From an optimization exercise on the open Yosys and OpenROAD flow, aimed at a short achievable clock period and few clock cycles per item; shortcuts taken in it are not production practice. Only simulation tests tie the RTL to the original design; equivalence was not proved. Power figures rest on the tool's default switching activity, not on a simulated workload.

===== flow/config.mk =====
export PLATFORM = sky130hd
export DESIGN_NAME = slice_decoder
export DESIGN_NICKNAME = slice_decoder
export VERILOG_FILES = /design/flow/design.v
export SDC_FILE = /design/flow/constraint.sdc
export NUM_CORES = 4
export LEC_CHECK = 0
export CAP_MARGIN = 20
export CORE_MARGIN = 2
export CORE_UTILIZATION = 20
export SLEW_MARGIN = 20

===== flow/run.sh =====
#!/bin/bash
# synth_recipe.tcl (not shown) runs the flow's synth.tcl, then flattens the netlist and writes it again
# the make line also repeats each setting of config.mk as NAME=value (left out here)
make -C /OpenROAD-flow-scripts/flow DESIGN_CONFIG=/design/flow/config.mk WORK_HOME=/design/flow/orfs CLKGATE_MAP_FILE= SYNTH_SCRIPT=/design/flow/synth_recipe.tcl finish

===== flow/design.v =====
module slice_decoder (
    input  wire         clk,
    input  wire         rst,
    input  wire [127:0] in_units,
    input  wire [3:0]   in_avail,    
    output reg  [3:0]   in_take,     
    input  wire         anchor_en,
    input  wire [31:0]  anchor_prev,
    output reg          dict_en0,
    output reg  [14:0]  dict_addr0,
    input  wire [31:0]  dict_rdata0,
    output wire         dict_en1,
    output wire [14:0]  dict_addr1,
    input  wire [31:0]  dict_rdata1,
    output wire [1:0]   out_cnt,
    output wire [31:0]  out_word0,
    output wire [31:0]  out_word1,
    input  wire         out_ready
);
    localparam M_TOK = 2'd0;
    localparam M_RPT = 2'd1;
    localparam M_LIT = 2'd2;
    localparam K_DIC = 2'd0;
    localparam K_LIT = 2'd1;
    localparam K_RPT = 2'd2;
    reg [1:0]  mode;
    reg [13:0] cnt;         
    reg        s2_valid;
    reg [1:0]  s2_kind;
    reg [31:0] s2_lit;
    reg [31:0] prev;        
    wire [15:0] unit0 = in_units[15:0];
    wire [15:0] unit1 = in_units[31:16];
    wire [31:0] s2_word = (s2_kind == K_DIC) ? dict_rdata0 :
                          (s2_kind == K_LIT) ? s2_lit : prev;
    wire advance = !s2_valid || out_ready;
    assign out_cnt   = {1'b0, s2_valid};
    assign out_word0 = s2_word;
    assign out_word1 = 32'd0;
    assign dict_en1   = 1'b0;
    assign dict_addr1 = 15'd0;
    reg        issue;
    reg [1:0]  issue_kind;
    reg [31:0] issue_lit;
    reg [1:0]  mode_nx;
    reg [13:0] cnt_nx;
    always @(*) begin
        in_take    = 4'd0;
        dict_en0   = 1'b0;
        dict_addr0 = unit0[14:0];
        issue      = 1'b0;
        issue_kind = K_DIC;
        issue_lit  = {unit1, unit0};
        mode_nx    = mode;
        cnt_nx     = cnt;
        if (advance && !rst && !anchor_en) begin
            case (mode)
                M_TOK: begin
                    if (in_avail != 4'd0) begin
                        in_take = 4'd1;
                        if (unit0[15]) begin
                            dict_en0   = 1'b1;
                            issue      = 1'b1;
                            issue_kind = K_DIC;
                        end else if (unit0[14]) begin
                            issue      = 1'b1;
                            issue_kind = K_RPT;
                            cnt_nx     = unit0[13:0];
                            if (unit0[13:0] != 14'd0)
                                mode_nx = M_RPT;
                        end else begin
                            cnt_nx  = {8'd0, unit0[5:0]};
                            mode_nx = M_LIT;
                        end
                    end
                end
                M_RPT: begin
                    issue      = 1'b1;
                    issue_kind = K_RPT;
                    cnt_nx     = cnt - 14'd1;
                    if (cnt == 14'd1)
                        mode_nx = M_TOK;
                end
                M_LIT: begin
                    if (in_avail >= 4'd2) begin
                        in_take    = 4'd2;
                        issue      = 1'b1;
                        issue_kind = K_LIT;
                        cnt_nx     = cnt - 14'd1;
                        if (cnt == 14'd0)
                            mode_nx = M_TOK;
                    end
                end
                default: mode_nx = M_TOK;
            endcase
        end
    end
    always @(posedge clk) begin
        if (rst) begin
            mode     <= M_TOK;
            cnt      <= 14'd0;
            s2_valid <= 1'b0;
            s2_kind  <= K_DIC;
            s2_lit   <= 32'd0;
            prev     <= 32'd0;
        end else if (anchor_en) begin
            mode     <= M_TOK;
            cnt      <= 14'd0;
            s2_valid <= 1'b0;
            prev     <= anchor_prev;
        end else begin
            if (s2_valid && out_ready)
                prev <= s2_word;
            if (advance) begin
                mode     <= mode_nx;
                cnt      <= cnt_nx;
                s2_valid <= issue;
                s2_kind  <= issue_kind;
                s2_lit   <= issue_lit;
            end
        end
    end
endmodule

===== flow/constraint.sdc =====
create_clock -name core_clock -period 5.0 [get_ports {clk}]
set_input_delay 1.0000 -clock core_clock [delete_from_list [all_inputs] [get_ports {clk}]]
set_output_delay 1.0000 -clock core_clock [all_outputs]
set_load 0.01 [all_outputs]

==> summary.txt <==
Logic synthesis
  • Yosys warns: 1
  • Ranking of synthesized cells by area: dfxtp_1 33%, mux2i_1 13%, buf_4 10%
  • Count of flip-flops with a built-in enable after synthesis: 0
  • Top post-synthesis cells by count: 117 x nand2_1, 83 x dfxtp_1, 67 x buf_4, 67 x mux2i_1, 50 x a21oi_1
  • FFs w/ async S/R, synth: 0%
  • Yosys reg bits: 83
  • Mean Syn Cell Area: 8.05 µm²
  • Post-Syn Area: 5040 µm²
  • Synth Flop Type: dfxtp_1
  • Top cell type by total area after synthesis: dfxtp_1
  • Yosys cell types: 44
  • Cell with the most instances after synthesis: nand2_1
  • Cells after synthesis: 626
  • Yosys top cell area share: 33.0%
  • Seq/Total Area, Yosys: 33.0%

Critical path
  • WS Path Type: in2out
  • Data required time of the critical path: 4.00 ns
  • Worst Setup End Kind: primary output
  • Arr. time, crit path: 2.92 ns
  • Critical path's slowest cell: clkdlybuf4s50_1
  • Worst setup SP type: input port
  • Cell Chain, Critical Path: clkdlybuf4s50_1 > nand2b_1 > nand2_1 > nor3b_1 > and2_1 > clkdlybuf4s50_1
  • Crit-path max FO: 4
  • Most frequent CP cell: clkdlybuf4s50_1
  • Crit path largest cell delay: 0.54 ns

Placement
  • PortBufs: 154
  • DP Cell Count: 1058
  • Placed wire-length estimate: 11300 µm
  • Placer Congestion: 0.725
  • Placed cell areas: 6570 µm²

Pwr
  • Cell internal pwr: 0.00128 W
  • Switching Share: 26.8%
  • Sequential power share: 41.3%
  • Pwr Total: 0.00174 W
  • Psw: 0.000468 W
  • Leakage power: 2.62 nW
  • Clock share of power: 38.4%
  • Power Density: 254 nW/µm²
  • Maximum VDD drop: 0.172 mV
  • Comb power frac: 20.3%

STA
  • Slew Viols, Final: 0
  • Setup tns final: 0 ns
  • Final Skew: 0.00709 ns
  • Fin crit period: 3.92 ns
  • Fin. Hold Viols: 0
  • Worst slew margin: 36.1%
  • Tcrit/Tclk final: 78.3%
  • Worst-margin pin slew: 0.956 ns
  • Fmax: 255 MHz
  • # setup viols final: 0
  • RSZ-0062 raised after global routing: false

Clocking
  • Clock Path Buffers: 2
  • Setup repair bufs after CTS: 0
  • Root buf cell: clkbuf_16
  • Post-cts repair resize count: 0
  • Clock-pin slew of the registers on the worst-case setup and hold paths: 0.06 ns
  • CTS Hold Buffers Added: 0
  • Clock sink total: 83
  • Later-pin clock latency in the skew report: 0.34 ns
  • # H-tree levels: 3
  • Num CTS Buffers: 9
  • CTS tree: done

Global routing
  • First-pass GRT wire length: 24000 µm
  • GR Overflow Total: 0
  • Initial antenna violation count: 0
  • Pin count of the biggest net entering global routing: 67
  • Vias in the first global route: 4281
  • Total global-route track usage: 11.7%

Layout
  • Fraction of layout cells with a size suffix above 1: 7.68%
  • Cell area after layout: 6850 µm²
  • Synthesis-to-layout area growth: 35.9%
  • Final nets: 977
  • Final design utilization: 27.5%
  • Finished Layout Cells: 1072
  • ANT cells: 0

Route
  • Vias/cell: 4.24
  • WL/cell: 14.8 µm
  • DR vias: 4543
  • 1st-iter DRT viols: 268
  • First drt pass iteration count: 4
  • Final ANT Viol Nets: 0
  • Final wirelength: 15800 µm
  • DRC violations left: 0

Floorplan
  • Die area: 26500 µm²
  • IO Pins: 334
  • Die H: 163 µm
  • Die width: 163 µm
  • Row cnt: 58
  • Placeable Area: 25000 µm²
  • Initial Utilization: 20.2%

Status
  • Run status: finished clean

Hold path
  • Hold crit path type: reg2reg

Run
  • # Max-Cap Violations: 0
## critical path, delay by kind of cell
| family | cells | cell delay [ns] |
|---|---|---|
| buffers and inverters | 2 | 1.05 |
| AND/OR/NAND/NOR | 4 | 0.86 |
## routing by layer
metal  routed length (µm)  GRT usage, %
met1                 7300          15.3
met2                 7420          19.4
met3                  871          2.34
met4                  252          3.86
met5                    0             0
## cells by family after synthesis
kind of cell / Yosys count / synth area share [%]
mux: 99 / 20.4
buf+inv: 116 / 13.8
flops: 83 / 33.0
fa+ha+maj: 6 / 1.49
compound gates: 114 / 13.0
other cells: 1 / 0.0744
simple gates: 207 / 18.2
## layout by cell type, fill, tap and decap left out, types with 3 or more instances in the layout
master / netlist / routed
ha_1: 6 / 6
mux2_1: 7 / 7
o31ai_1: 3 / 3
a21oi_1: 50 / 50
o211ai_1: 4 / 4
o32ai_1: 5 / 5
clkbuf_16: 0 / 9
buf_4: 67 / 8
mux2i_1: 67 / 67
a31oi_1: 6 / 6
nor2_1: 46 / 45
mux2_2: 25 / 25
nand2b_1: 6 / 6
o21ai_0: 35 / 35
and3_1: 7 / 7
o22ai_1: 3 / 3
inv_1: 5 / 5
and2_1: 3 / 3
conb_1: 1 / 51
nand2_1: 117 / 116
nor3_1: 6 / 6
clkdlybuf4s50_1: 0 / 152
dfxtp_1: 83 / 81
nor4_1: 6 / 6
## layout make-up
type	instances	area [µm²]
sequential	83	1670
clock buffer	11	243
timing repair buffer	162	1590
tap	330	413
inverter	6	22.5
clock inverter	3	40.0
fill	2715	18100
multi-input combinational	477	2880
## power groups by stage
stage | Clock [W] | Combinational (W) | Sequential, W
floorplan | 0 | 0.000220 | 0.000725
global placement | 0 | 0.000354 | 0.000734
CTS | 0.000693 | 0.000358 | 0.000721
detailed placement | 0 | 0.000356 | 0.000736
finish | 0.000669 | 0.000354 | 0.000720
global route | 0.000723 | 0.000390 | 0.000725
## worst paths after layout
kind	cells after the start	slack [ns]	endpoint	start
worst max-delay path	6	1.08	dict_en0	out_ready
worst min-delay path	2	0.45	s2_lit[25]$_SDFFE_PP0P_	s2_lit[25]$_SDFFE_PP0P_
worst max register to register	6	2.34	cnt[9]$_SDFFE_PP0P_	mode[0]$_SDFFE_PP0P_
worst min register to register	2	0.45	s2_lit[25]$_SDFFE_PP0P_	s2_lit[25]$_SDFFE_PP0P_
## per-stage QoR
| step | setup WS, ns | hold WS [ns] |
|---|---|---|
| global placement | 1.04 | 0.443 |
| floorplan | 1.75 | 0.436 |
| detailed placement | 1.09 | 0.447 |
| global route | 0.899 | 0.472 |
| CTS | 1.06 | 0.455 |
| finish | 1.08 | 0.454 |
## registers in the layout, indices dropped and copies added, names as in the netlist
name / cells
s2_valid: 1
s2_kind: 2
s2_lit: 32
prev: 32
cnt: 14
mode: 2
Testbench counts, summed over its fixed seeds: cycles 125,255, words 119,345.

re-timing with driven ports:
How much do the figures lean on ideal ports? The routed layout below was timed once more, with nothing changed but the port constraints.
Step 1: set_driving_cell puts a clkbuf_16 on clk and a buf_2 on each other input, an assumption about the parent block.
Step 2 adds t to the input delays and takes it off the output delays; t is the mean of the earliest and latest rising clock arrival at the registers after step 1. Input paths then give back, and output paths get back, about the clock's delay inside the block.
Three values: ideal, step 1, step 2; two values: the first two.
shift t [ns]: 0.379
setup slack, ns: 1.084 / 1.047 / 1.047
worst setup path after step 2: input to output
latest minus earliest clock arrival (ns): 0.007 / 0.007
pins driven straight from the clock port: 1
After both steps this run still meets setup and hold. For this run, drivers alone change the setup slack by -0.037 ns; drivers and shift together by -0.037 ns.
